This is an optimization exercise on Yosys and OpenROAD, whose aim is small area, a short achievable clock period and few clock cycles per item, not a production implementation. Only simulation tests tie the RTL to the original design; equivalence was not proved.

==> flow/design.v <==
module ce_aes_sbox_a (
    input  wire [7:0]  sbox_in,
    output wire [17:0] mid
);
  wire U0 = sbox_in[7], U1 = sbox_in[6], U2 = sbox_in[5], U3 = sbox_in[4];
  wire U4 = sbox_in[3], U5 = sbox_in[2], U6 = sbox_in[1], U7 = sbox_in[0];
  wire T1;
  ce_aes_gx g_T1 (.a(U0), .b(U3), .y(T1));
  wire T2;
  ce_aes_gx g_T2 (.a(U0), .b(U5), .y(T2));
  wire T3;
  ce_aes_gx g_T3 (.a(U0), .b(U6), .y(T3));
  wire T4;
  ce_aes_gx g_T4 (.a(U3), .b(U5), .y(T4));
  wire T5;
  ce_aes_gx g_T5 (.a(U4), .b(U6), .y(T5));
  wire T6;
  ce_aes_gx g_T6 (.a(T1), .b(T5), .y(T6));
  wire T7;
  ce_aes_gx g_T7 (.a(U1), .b(U2), .y(T7));
  wire T8;
  ce_aes_gx g_T8 (.a(U7), .b(T6), .y(T8));
  wire T9;
  ce_aes_gx g_T9 (.a(U7), .b(T7), .y(T9));
  wire T10;
  ce_aes_gx g_T10 (.a(T6), .b(T7), .y(T10));
  wire T11;
  ce_aes_gx g_T11 (.a(U1), .b(U5), .y(T11));
  wire T12;
  ce_aes_gx g_T12 (.a(U2), .b(U5), .y(T12));
  wire T13;
  ce_aes_gx g_T13 (.a(T3), .b(T4), .y(T13));
  wire T14;
  ce_aes_gx g_T14 (.a(T6), .b(T11), .y(T14));
  wire T15;
  ce_aes_gx g_T15 (.a(T5), .b(T11), .y(T15));
  wire T16;
  ce_aes_gx g_T16 (.a(T5), .b(T12), .y(T16));
  wire T17;
  ce_aes_gx g_T17 (.a(T9), .b(T16), .y(T17));
  wire T18;
  ce_aes_gx g_T18 (.a(U3), .b(U7), .y(T18));
  wire T19;
  ce_aes_gx g_T19 (.a(T7), .b(T18), .y(T19));
  wire T20;
  ce_aes_gx g_T20 (.a(T1), .b(T19), .y(T20));
  wire T21;
  ce_aes_gx g_T21 (.a(U6), .b(U7), .y(T21));
  wire T22;
  ce_aes_gx g_T22 (.a(T7), .b(T21), .y(T22));
  wire T23;
  ce_aes_gx g_T23 (.a(T2), .b(T22), .y(T23));
  wire T24;
  ce_aes_gx g_T24 (.a(T2), .b(T10), .y(T24));
  wire T25;
  ce_aes_gx g_T25 (.a(T20), .b(T17), .y(T25));
  wire T26;
  ce_aes_gx g_T26 (.a(T3), .b(T16), .y(T26));
  wire T27;
  ce_aes_gx g_T27 (.a(T1), .b(T12), .y(T27));
  wire M1;
  ce_aes_gnand g_M1 (.a(T13), .b(T6), .y(M1));
  wire M2;
  ce_aes_gnand g_M2 (.a(T23), .b(T8), .y(M2));
  wire M3;
  ce_aes_gxn g_M3 (.a(T14), .b(M1), .y(M3));
  wire M4;
  ce_aes_gnand g_M4 (.a(T19), .b(U7), .y(M4));
  wire M5;
  ce_aes_gx g_M5 (.a(M4), .b(M1), .y(M5));
  wire M6;
  ce_aes_gnand g_M6 (.a(T3), .b(T16), .y(M6));
  wire M7;
  ce_aes_gnand g_M7 (.a(T22), .b(T9), .y(M7));
  wire M8;
  ce_aes_gxn g_M8 (.a(T26), .b(M6), .y(M8));
  wire M9;
  ce_aes_gnand g_M9 (.a(T20), .b(T17), .y(M9));
  wire M10;
  ce_aes_gx g_M10 (.a(M9), .b(M6), .y(M10));
  wire M11;
  ce_aes_gnand g_M11 (.a(T1), .b(T15), .y(M11));
  wire M12;
  ce_aes_gnand g_M12 (.a(T4), .b(T27), .y(M12));
  wire M13;
  ce_aes_gx g_M13 (.a(M12), .b(M11), .y(M13));
  wire M14;
  ce_aes_gnand g_M14 (.a(T2), .b(T10), .y(M14));
  wire M15;
  ce_aes_gx g_M15 (.a(M14), .b(M11), .y(M15));
  wire M16;
  ce_aes_gxn g_M16 (.a(M3), .b(M2), .y(M16));
  wire M17;
  ce_aes_gx g_M17 (.a(M5), .b(T24), .y(M17));
  wire M18;
  ce_aes_gxn g_M18 (.a(M8), .b(M7), .y(M18));
  wire M19;
  ce_aes_gx g_M19 (.a(M10), .b(M15), .y(M19));
  wire M20;
  ce_aes_gx g_M20 (.a(M16), .b(M13), .y(M20));
  wire M21;
  ce_aes_gx g_M21 (.a(M17), .b(M15), .y(M21));
  wire M22;
  ce_aes_gx g_M22 (.a(M18), .b(M13), .y(M22));
  wire M23;
  ce_aes_gx g_M23 (.a(M19), .b(T25), .y(M23));
  wire M24;
  ce_aes_gxn g_M24 (.a(M22), .b(M23), .y(M24));
  wire M25;
  ce_aes_gnand g_M25 (.a(M22), .b(M20), .y(M25));
  wire M26;
  ce_aes_gx g_M26 (.a(M21), .b(M25), .y(M26));
  wire M27;
  ce_aes_gxn g_M27 (.a(M20), .b(M21), .y(M27));
  wire M28;
  ce_aes_gx g_M28 (.a(M23), .b(M25), .y(M28));
  wire M29;
  ce_aes_gnor g_M29 (.a(M28), .b(M27), .y(M29));
  wire M30;
  ce_aes_gnor g_M30 (.a(M26), .b(M24), .y(M30));
  wire M31;
  ce_aes_gnand g_M31 (.a(M20), .b(M23), .y(M31));
  wire M32;
  ce_aes_gnor g_M32 (.a(M27), .b(M31), .y(M32));
  wire M33;
  ce_aes_gx g_M33 (.a(M27), .b(M25), .y(M33));
  wire M34;
  ce_aes_gnand g_M34 (.a(M21), .b(M22), .y(M34));
  wire M35;
  ce_aes_gnor g_M35 (.a(M24), .b(M34), .y(M35));
  wire M36;
  ce_aes_gx g_M36 (.a(M24), .b(M25), .y(M36));
  wire M37;
  ce_aes_gx g_M37 (.a(M21), .b(M29), .y(M37));
  wire M38;
  ce_aes_gx g_M38 (.a(M32), .b(M33), .y(M38));
  wire M39;
  ce_aes_gx g_M39 (.a(M23), .b(M30), .y(M39));
  wire M40;
  ce_aes_gx g_M40 (.a(M35), .b(M36), .y(M40));
  wire M41;
  ce_aes_gx g_M41 (.a(M38), .b(M40), .y(M41));
  wire M42;
  ce_aes_gx g_M42 (.a(M37), .b(M39), .y(M42));
  wire M43;
  ce_aes_gx g_M43 (.a(M37), .b(M38), .y(M43));
  wire M44;
  ce_aes_gx g_M44 (.a(M39), .b(M40), .y(M44));
  wire M45;
  ce_aes_gx g_M45 (.a(M42), .b(M41), .y(M45));
  ce_aes_gnand g_M46 (.a(M44), .b(T6), .y(mid[17]));
  ce_aes_gnand g_M47 (.a(M40), .b(T8), .y(mid[16]));
  ce_aes_gnand g_M48 (.a(M39), .b(U7), .y(mid[15]));
  ce_aes_gnand g_M49 (.a(M43), .b(T16), .y(mid[14]));
  ce_aes_gnand g_M50 (.a(M38), .b(T9), .y(mid[13]));
  ce_aes_gnand g_M51 (.a(M37), .b(T17), .y(mid[12]));
  ce_aes_gnand g_M52 (.a(M42), .b(T15), .y(mid[11]));
  ce_aes_gnand g_M53 (.a(M45), .b(T27), .y(mid[10]));
  ce_aes_gnand g_M54 (.a(M41), .b(T10), .y(mid[9]));
  ce_aes_gnand g_M55 (.a(M44), .b(T13), .y(mid[8]));
  ce_aes_gnand g_M56 (.a(M40), .b(T23), .y(mid[7]));
  ce_aes_gnand g_M57 (.a(M39), .b(T19), .y(mid[6]));
  ce_aes_gnand g_M58 (.a(M43), .b(T3), .y(mid[5]));
  ce_aes_gnand g_M59 (.a(M38), .b(T22), .y(mid[4]));
  ce_aes_gnand g_M60 (.a(M37), .b(T20), .y(mid[3]));
  ce_aes_gnand g_M61 (.a(M42), .b(T1), .y(mid[2]));
  ce_aes_gnand g_M62 (.a(M45), .b(T4), .y(mid[1]));
  ce_aes_gnand g_M63 (.a(M41), .b(T2), .y(mid[0]));
endmodule
module ce_aes_sbox_b (
    input  wire [17:0] mid,
    output wire [7:0]  sbox_out
);
  wire M46 = mid[17];
  wire M47 = mid[16];
  wire M48 = mid[15];
  wire M49 = mid[14];
  wire M50 = mid[13];
  wire M51 = mid[12];
  wire M52 = mid[11];
  wire M53 = mid[10];
  wire M54 = mid[9];
  wire M55 = mid[8];
  wire M56 = mid[7];
  wire M57 = mid[6];
  wire M58 = mid[5];
  wire M59 = mid[4];
  wire M60 = mid[3];
  wire M61 = mid[2];
  wire M62 = mid[1];
  wire M63 = mid[0];
  wire L0;
  ce_aes_gx g_L0 (.a(M61), .b(M62), .y(L0));
  wire L1;
  ce_aes_gx g_L1 (.a(M50), .b(M56), .y(L1));
  wire L2;
  ce_aes_gx g_L2 (.a(M46), .b(M48), .y(L2));
  wire L3;
  ce_aes_gx g_L3 (.a(M47), .b(M55), .y(L3));
  wire L4;
  ce_aes_gx g_L4 (.a(M54), .b(M58), .y(L4));
  wire L5;
  ce_aes_gx g_L5 (.a(M49), .b(M61), .y(L5));
  wire L6;
  ce_aes_gxn g_L6 (.a(M62), .b(L5), .y(L6));
  wire L7;
  ce_aes_gxn g_L7 (.a(M46), .b(L3), .y(L7));
  wire L8;
  ce_aes_gx g_L8 (.a(M51), .b(M59), .y(L8));
  wire L9;
  ce_aes_gx g_L9 (.a(M52), .b(M53), .y(L9));
  wire L10;
  ce_aes_gxn g_L10 (.a(M53), .b(L4), .y(L10));
  wire L11;
  ce_aes_gxn g_L11 (.a(M60), .b(L2), .y(L11));
  wire L12;
  ce_aes_gx g_L12 (.a(M48), .b(M51), .y(L12));
  wire L13;
  ce_aes_gxn g_L13 (.a(M50), .b(L0), .y(L13));
  wire L14;
  ce_aes_gx g_L14 (.a(M52), .b(M61), .y(L14));
  wire L15;
  ce_aes_gxn g_L15 (.a(M55), .b(L1), .y(L15));
  wire L16;
  ce_aes_gxn g_L16 (.a(M56), .b(L0), .y(L16));
  wire L17;
  ce_aes_gxn g_L17 (.a(M57), .b(L1), .y(L17));
  wire L18;
  ce_aes_gxn g_L18 (.a(M58), .b(L8), .y(L18));
  wire L19;
  ce_aes_gxn g_L19 (.a(M63), .b(L4), .y(L19));
  wire L20;
  ce_aes_gx g_L20 (.a(L0), .b(L1), .y(L20));
  wire L21;
  ce_aes_gx g_L21 (.a(L1), .b(L7), .y(L21));
  wire L22;
  ce_aes_gx g_L22 (.a(L3), .b(L12), .y(L22));
  wire L23;
  ce_aes_gx g_L23 (.a(L18), .b(L2), .y(L23));
  wire L24;
  ce_aes_gx g_L24 (.a(L15), .b(L9), .y(L24));
  wire L25;
  ce_aes_gx g_L25 (.a(L6), .b(L10), .y(L25));
  wire L26;
  ce_aes_gx g_L26 (.a(L7), .b(L9), .y(L26));
  wire L27;
  ce_aes_gx g_L27 (.a(L8), .b(L10), .y(L27));
  wire L28;
  ce_aes_gx g_L28 (.a(L11), .b(L14), .y(L28));
  wire L29;
  ce_aes_gx g_L29 (.a(L11), .b(L17), .y(L29));
  ce_aes_gx g_S0 (.a(L6), .b(L24), .y(sbox_out[7]));
  ce_aes_gxn g_S1 (.a(L16), .b(L26), .y(sbox_out[6]));
  ce_aes_gxn g_S2 (.a(L19), .b(L28), .y(sbox_out[5]));
  ce_aes_gx g_S3 (.a(L6), .b(L21), .y(sbox_out[4]));
  ce_aes_gx g_S4 (.a(L20), .b(L22), .y(sbox_out[3]));
  ce_aes_gx g_S5 (.a(L25), .b(L29), .y(sbox_out[2]));
  ce_aes_gxn g_S6 (.a(L13), .b(L27), .y(sbox_out[1]));
  ce_aes_gxn g_S7 (.a(L6), .b(L23), .y(sbox_out[0]));
endmodule
module ce_aes_gx (input wire a, input wire b, output wire y);
  assign y = a ^ b;
endmodule
module ce_aes_gxn (input wire a, input wire b, output wire y);
  assign y = ~(a ^ b);
endmodule
module ce_aes_gnand (input wire a, input wire b, output wire y);
  assign y = ~(a & b);
endmodule
module ce_aes_gnor (input wire a, input wire b, output wire y);
  assign y = ~(a | b);
endmodule
module ce_aes (
    input  wire         clk,
    input  wire         rst,        
    input  wire         start,
    input  wire         key_256,    
    input  wire [255:0] key,
    input  wire [127:0] din,
    output wire         ready,
    output reg          done,
    output reg  [127:0] dout
);
  reg          bsy1;       
  reg          lst1;       
  reg  [3:0]   rnd1;       
  reg          k2561;
  reg  [127:0] s;          
  reg  [127:0] ka1;        
  reg  [127:0] kb1;        
  reg  [31:0]  gw1;        
  reg          bsy2;
  reg          lst2;
  reg  [3:0]   rnd2;
  reg          k2562;
  reg  [287:0] q;          
  reg  [127:0] ka2;
  reg  [127:0] kb2;
  reg  [71:0]  gq;         
  reg          rdy;
  assign ready = rdy;
  function [31:0] rotw;
    input [31:0] w;
    rotw = {w[23:0], w[31:24]};
  endfunction
  function [7:0] rcon_f;
    input [3:0] i;
    case (i)
      4'd1:    rcon_f = 8'h01;
      4'd2:    rcon_f = 8'h02;
      4'd3:    rcon_f = 8'h04;
      4'd4:    rcon_f = 8'h08;
      4'd5:    rcon_f = 8'h10;
      4'd6:    rcon_f = 8'h20;
      4'd7:    rcon_f = 8'h40;
      4'd8:    rcon_f = 8'h80;
      4'd9:    rcon_f = 8'h1b;
      4'd10:   rcon_f = 8'h36;
      default: rcon_f = 8'h00;
    endcase
  endfunction
  genvar n;
  wire [287:0] sa;
  generate
    for (n = 0; n < 16; n = n + 1) begin : g_sboxa
      ce_aes_sbox_a u_sa (.sbox_in(s[127-8*n -: 8]), .mid(sa[287-18*n -: 18]));
    end
  endgenerate
  wire [71:0] ga;
  generate
    for (n = 0; n < 4; n = n + 1) begin : g_ksa
      ce_aes_sbox_a u_ka (.sbox_in(gw1[31-8*n -: 8]), .mid(ga[71-18*n -: 18]));
    end
  endgenerate
  wire [127:0] sb;    
  generate
    for (n = 0; n < 16; n = n + 1) begin : g_sboxb
      ce_aes_sbox_b u_sb (.mid(q[287-18*n -: 18]), .sbox_out(sb[127-8*n -: 8]));
    end
  endgenerate
  wire [127:0] sr;
  generate
    for (n = 0; n < 16; n = n + 1) begin : g_shift
      localparam integer R = n % 4;
      localparam integer C = n / 4;
      localparam integer SRC = 4 * ((C + R) % 4) + R;
      assign sr[127-8*n -: 8] = sb[127-8*SRC -: 8];
    end
  endgenerate
  wire [31:0] g2;    
  generate
    for (n = 0; n < 4; n = n + 1) begin : g_ksb
      ce_aes_sbox_b u_kb (.mid(gq[71-18*n -: 18]), .sbox_out(g2[31-8*n -: 8]));
    end
  endgenerate
  wire        use_rot = k2562 ? rnd2[0] : 1'b1;
  wire [3:0]  rc_idx  = k2562 ? ((rnd2 + 4'd1) >> 1) : rnd2;
  wire [7:0]  rc      = use_rot ? rcon_f(rc_idx) : 8'h00;
  wire [31:0] p0 = ka2[127:96] ^ {rc, 24'h000000};
  wire [31:0] p1 = p0 ^ ka2[95:64];
  wire [31:0] p2 = p1 ^ ka2[63:32];
  wire [31:0] p3 = p2 ^ ka2[31:0];
  wire [127:0] pw = {p0, p1, p2, p3};
  wire [127:0] kexp;
  generate
    for (n = 0; n < 128; n = n + 1) begin : g_kexp
      ce_aes_gx u_x (.a(pw[n]), .b(g2[n % 32]), .y(kexp[n]));
    end
  endgenerate
  wire [127:0] rk = k2562 ? kb2 : kexp;
  wire next_rot = !k2562 || !rnd2[0];
  wire [127:0] x;
  generate
    for (n = 0; n < 128; n = n + 1) begin : g_ark
      ce_aes_gx u_x (.a(sr[n]), .b(rk[n]), .y(x[n]));
    end
  endgenerate
  wire [127:0] round_out;
  generate
    for (n = 0; n < 4; n = n + 1) begin : g_mix
      wire [31:0] a = sr[127-32*n -: 32];
      wire [31:0] u;       
      wire [7:0]  t;       
      wire [31:0] xt;      
      wire [31:0] m;       
      genvar i, b;
      for (i = 0; i < 4; i = i + 1) begin : g_byte
        for (b = 0; b < 8; b = b + 1) begin : g_bit
          ce_aes_gx u_u (.a(a[31-8*i-7+b]), .b(a[31-8*((i+1)%4)-7+b]), .y(u[31-8*i-7+b]));
          ce_aes_gx u_m (.a(t[b]), .b(xt[31-8*i-7+b]), .y(m[31-8*i-7+b]));
          ce_aes_gx u_o (.a(x[127-32*n-8*i-7+b]), .b(m[31-8*i-7+b]),
                         .y(round_out[127-32*n-8*i-7+b]));
        end
        wire [7:0] ub = u[31-8*i -: 8];
        assign xt[31-8*i-7+0] = ub[7];
        ce_aes_gx u_x1 (.a(ub[0]), .b(ub[7]), .y(xt[31-8*i-7+1]));
        assign xt[31-8*i-7+2] = ub[1];
        ce_aes_gx u_x3 (.a(ub[2]), .b(ub[7]), .y(xt[31-8*i-7+3]));
        ce_aes_gx u_x4 (.a(ub[3]), .b(ub[7]), .y(xt[31-8*i-7+4]));
        assign xt[31-8*i-7+5] = ub[4];
        assign xt[31-8*i-7+6] = ub[5];
        assign xt[31-8*i-7+7] = ub[6];
      end
      for (b = 0; b < 8; b = b + 1) begin : g_t
        ce_aes_gx u_t (.a(u[31-7+b]), .b(u[15-7+b]), .y(t[b]));
      end
    end
  endgenerate
  wire ld  = !bsy2 || lst2;
  wire acc = start && rdy;
  wire       bsy1_n  = ld ? acc : bsy2;
  wire       k2561_n = ld ? key_256 : k2562;
  wire [3:0] rnd1_n  = ld ? 4'd1 : rnd2 + 4'd1;
  wire [3:0] nr_m1   = k2562 ? 4'd13 : 4'd9;
  wire       lst1_n  = !ld && (rnd2 == nr_m1);
  wire       rdy_n   = (!bsy1 || lst1) &&
                       !(bsy1_n && k2561_n && (rnd1_n < 4'd5));
  always @(posedge clk) begin
    if (rst) begin
      bsy1 <= 1'b0;
      bsy2 <= 1'b0;
      lst1 <= 1'b0;
      lst2 <= 1'b0;
      rdy  <= 1'b1;
      done <= 1'b0;
    end else begin
      bsy1 <= bsy1_n;
      lst1 <= lst1_n;
      bsy2 <= bsy1;
      lst2 <= lst1;
      rdy  <= rdy_n;
      done <= bsy2 && lst2;
    end
  end
  always @(posedge clk) begin
    q     <= sa;
    gq    <= ga;
    ka2   <= ka1;
    kb2   <= kb1;
    rnd2  <= rnd1;
    k2562 <= k2561;
    dout  <= x;
    rnd1  <= rnd1_n;
    k2561 <= k2561_n;
    if (ld) begin
      s   <= din ^ key[255:128];
      ka1 <= key[255:128];
      kb1 <= key[127:0];
      gw1 <= rotw(key_256 ? key[31:0] : key[159:128]);
    end else begin
      s   <= round_out;
      ka1 <= rk;       
      kb1 <= kexp;
      gw1 <= next_rot ? rotw(kexp[31:0]) : kexp[31:0];   
    end
  end
endmodule
==> flow/flow/run.sh <==
#!/bin/bash
set -euo pipefail
bash standard.sh SETUP_SLACK_MARGIN=6.2 \
  "BUFFER_PORTS_ARGS=-buffer_cell sky130_fd_sc_hd__buf_1" finish > standard.log 2>&1
==> flow/standard.sh <==
#!/bin/bash
# synth_recipe.tcl (not shown) runs the flow's synth.tcl, then flattens the netlist and writes it again
# the make line also repeats each setting of config.mk as NAME=value (left out here)
make -C /OpenROAD-flow-scripts/flow DESIGN_CONFIG=/design/flow/config.mk WORK_HOME=/design/flow/orfs CLKGATE_MAP_FILE= SYNTH_SCRIPT=/design/flow/synth_recipe.tcl "${@:-finish}"
==> flow/config.mk <==
export PLATFORM = sky130hd
export DESIGN_NAME = ce_aes
export DESIGN_NICKNAME = ce_aes
export VERILOG_FILES = /design/flow/design.v
export SDC_FILE = /design/flow/constraint.sdc
export NUM_CORES = 4
export LEC_CHECK = 0
export CAP_MARGIN = 20
export CORE_MARGIN = 2
export CORE_UTILIZATION = 60
export CTS_CLUSTER_DIAMETER = 80
export CTS_CLUSTER_SIZE = 24
export GPL_ROUTABILITY_DRIVEN = 1
export GPL_TIMING_DRIVEN = 1
export PLACE_DENSITY = 0.85
export SETUP_SLACK_MARGIN = 5
export SLEW_MARGIN = 20
export SYNTH_HIERARCHICAL = 1
export SYNTH_MINIMUM_KEEP_SIZE = 0
==> flow/constraint.sdc <==
create_clock -name core_clock -period 10.0 [get_ports {clk}]
set_input_delay 2.0000 -clock core_clock [delete_from_list [all_inputs] [get_ports {clk}]]
set_output_delay 2.0000 -clock core_clock [all_outputs]
set_load 0.01 [all_outputs]
==> impl_metrics.tcl <==
set metrics [dict create \
    fp.dieW_um 316 \
    numPortBuffers 517 \
    grt_pass1_wl_mm 258 \
    viasPerCell 5.43 \
    yosysWarnings 7 \
    synth-edff-count 0 \
    cts.clk_slew.worst_paths_ps 100 \
    fin_crit_sh 0.387 \
    avgSynthCellArea_um2 9.46 \
    cts_tree "built" \
    clockBufferDepth 3 \
    stdcell_count 8054 \
    max_slew_margin 0.0940 \
    place.gp.congestion 1.03 \
    ys.flop_type "dfxtp_1" \
    htreeDepth 2 \
    holdPathEnd "ka2[116]$_DFF_P_" \
    r2r-end "s[119]$_DFF_P_" \
    clk_latency_ps 700 \
    ios 518 \
    slew_viol_final 0 \
    fin_skew_ps 34.8 \
    netlist_area_um2 58500 \
    postSynth.asyncResetShare 0 \
    antenna_found_initial 9 \
    final_util 0.709 \
    holdPathStages 0 \
    n_fill_cell 7025 \
    core-area_um2 96700 \
    die_h_um 316 \
    ff2ff_path_depth 10 \
    critPathCaptureType "flip-flop" \
    min_from "ka1[116]$_DFF_P_" \
    root_buffer "clkbuf_16" \
    wl_per_cell_um 23.3 \
    crit_fanout 4 \
    initialDrtViolationCount 4573 \
    required_ps 10470 \
    ys_ff_latch 1176 \
    drc_errors 0 \
    cts_made_buffers 58 \
    grt_pass1_vias 41900 \
    setup_viol 0 \
    maxCapViolations 0 \
    hold_path.class "flip-flop to flip-flop" \
    clock-sinks 1176 \
    drive_above_1_share 0.125 \
    cp-start-kind "flip-flop" \
    vias 43700 \
    fin_crit_ps 3870 \
    seq_area_frac_synth 0.402 \
    place_area_um2 61900 \
    status "complete, no violations" \
    fin_nets 7147 \
    grt_use_total 0.350 \
    drtAntennaViolNets 0 \
    wl_mm 187 \
    path_class "flip-flop to flip-flop" \
    holdBufCountCts 0 \
    initial_core_util 0.605 \
    row_count 114 \
    dieArea_um2 100000 \
    postSynthCellCount 6185 \
    synthDistinctLibCells 40 \
    worst_pin_slew_ps 1350 \
    r2r_start "gq[49]$_DFF_P_" \
    critPathArrivalTime_ps 4340 \
    hold_viol 0 \
    tns_ps 0 \
    hpwl_mm 143 \
    syn_nets 6575 \
    grt_overflow 0 \
    first_pass_iters 6 \
    fmax_ghz 0.258 \
    place_inst 7880 \
    area_growth_pct 17.2 \
    grt_max_degree 198 \
    rrSetupSlack_ps 6130 \
    design_area_um2 68600 \
    rsz0062_at_grt "yes" \
    cp-startpoint "gq[49]$_DFF_P_" \
]
==> layer usage <==
metal	vias to the layer above	wire, um	track usage
met3	556	16700	0.0547
li1	19800	-	-
met2	2295	84000	0.546
met5	-	47	0
met4	8	13400	0.213
met1	21000	73200	0.457
==> sequential cells by signal, indices dropped and copies added (netlist names), 4 cells and up <==
register,cells
q,288
dout,128
gw1,32
ka2,128
rnd2,4
gq,72
s,128
kb2,128
rnd1,4
ka1,128
kb1,128
==> what timing repair did <==
action                                  CTS  global route
resized for setup                       154           451
pin swaps                                22            81
endpoints found under the setup margin  194           179
buffers inserted                          4            87
gates cloned                              0             2
==> cell usage after synthesis (2+ instances only) <==
library cell | n | area (um2)
xor2_1 | 2288 | 20000
nand2_1 | 1503 | 5640
dfxtp_1 | 1176 | 23500
xnor2_1 | 553 | 4840
mux2_2 | 129 | 1450
o21ai_0 | 129 | 646
clkbuf_1 | 100 | 375
nor2_1 | 88 | 330
a21oi_1 | 36 | 180
a211oi_1 | 33 | 248
and3_1 | 33 | 206
mux2i_1 | 32 | 320
buf_2 | 16 | 80.1
inv_1 | 11 | 41.3
buf_1 | 10 | 37.5
xnor3_1 | 7 | 158
nor3_1 | 6 | 30.0
nor2b_1 | 4 | 25.0
nand3_1 | 3 | 15.0
nor3b_1 | 3 | 22.5
a221oi_2 | 2 | 30.0
and2_1 | 2 | 12.5
buf_4 | 2 | 15.0
ha_1 | 2 | 25.0
nand2b_1 | 2 | 12.5
==> cells by family (layout without fill, tap and decap cells) <==
| family | after synthesis | after routing | share of synthesized area |
|---|---|---|---|
| XOR/XNOR | 2850 | 2850 | 0.429 |
| AND/OR/NAND/NOR | 1647 | 1647 | 0.108 |
| flip-flops | 1176 | 1176 | 0.402 |
| AO/OA/AOI/OAI | 209 | 209 | 0.0206 |
| multiplexers | 161 | 161 | 0.0303 |
| buffers and inverters | 140 | 730 | 0.00958 |
| adder cells (fa/ha/maj) | 2 | 2 | 0.000428 |
| other | 0 | 3 | 0 |
==> layout by cell type (no fill, tap or decap), types with 61 or more instances in the layout <==
cell,count
buf_1,516
buf_4,110
clkbuf_16,61
dfxtp_1,1077
dfxtp_2,98
mux2_2,129
nand2_1,1503
nor2_1,88
o21ai_0,129
xnor2_1,542
xor2_1,1887
xor2_2,314
xor2_4,88
==> through the flow <==
stage / hold slack [ps] / worst slack [ps]
2_1_floorplan: 310 / 6440
3_3_place_gp: 310 / 5080
3_5_place_dp: 312 / 5080
4_1_cts: 323 / 6170
5_1_grt: 331 / 6030
6_report: 326 / 6130
==> area by class of cell <==
cell class | instances | area (um2) | area share
Multi-Input combinational cell | 4869 | 38500 | 0.562
Sequential cell | 1176 | 23700 | 0.345
Timing Repair Buffer | 641 | 3060 | 0.0446
Tap cell | 1276 | 1600 | 0.0233
Clock buffer | 66 | 1500 | 0.0219
Clock inverter | 12 | 161 | 0.00235
Inverter | 11 | 41.3 | 0.000602
Antenna cell | 3 | 7.51 | 0.000110
==> per-module statistics from Yosys (local to each module, per instance), a selection <==
module | area, um2 | flops+latches | times used
ce_aes_gnand | 3.75 | 0 | 600
ce_aes_gnor | 3.75 | 0 | 80
ce_aes | 33200 | 1176 | 1
ce_aes_gxn | 8.76 | 0 | 400
ce_aes_gx | 8.76 | 0 | 2200
==> worst max-delay path by stage <==
stage	end	slack [ps]	depth (start not counted)
after floorplan	gq[19]$_DFF_P_	6440	13
after global placement	s[29]$_DFF_P_	5080	13
after detailed placement	s[29]$_DFF_P_	5080	13
after CTS	s[29]$_DFF_P_	6170	13
after global routing	q[37]$_DFF_P_	6030	13
final	s[119]$_DFF_P_	6130	10
==> critical path, cell delays in order, from the launching register on <==
cell,delay (ps)
dfxtp_1,380
xor2_1,460
xnor2_1,210
xor2_1,210
xor2_1,880
xor2_1,280
mux2_2,350
xor2_1,460
xor2_1,120
nand2_1,80
o21ai_0,190
Testbench counts, summed over its fixed seeds: cycles 35,450, blocks 3,200.

[re-timing with driven ports]
How much do the figures lean on ideal ports? The routed layout below was timed once more, with nothing changed but the port constraints. Step 1 assumes that a clkbuf_16 drives the clock port and a buf_2 every other input. Step 2, shift: input delay + t, output delay - t, t = (earliest + latest rising clock arrival at the registers) / 2. This alone moves slack from input paths to output paths. a / b / c = ideal / step 1 / step 2; a / b = the first two.
t, ns: 0.762
setup WS [ns]: 6.130 / 6.130 / 6.130
hold slack, ns: 0.326 / 0.326 / 0.326
slew at the worst register clock pin (ns): 0.10 / 0.10
pins driven straight from the clock port: 1
After both steps setup and hold are still met in this run. For this run, drivers alone change the setup slack by 0.000 ns; drivers and shift together by 0.000 ns.
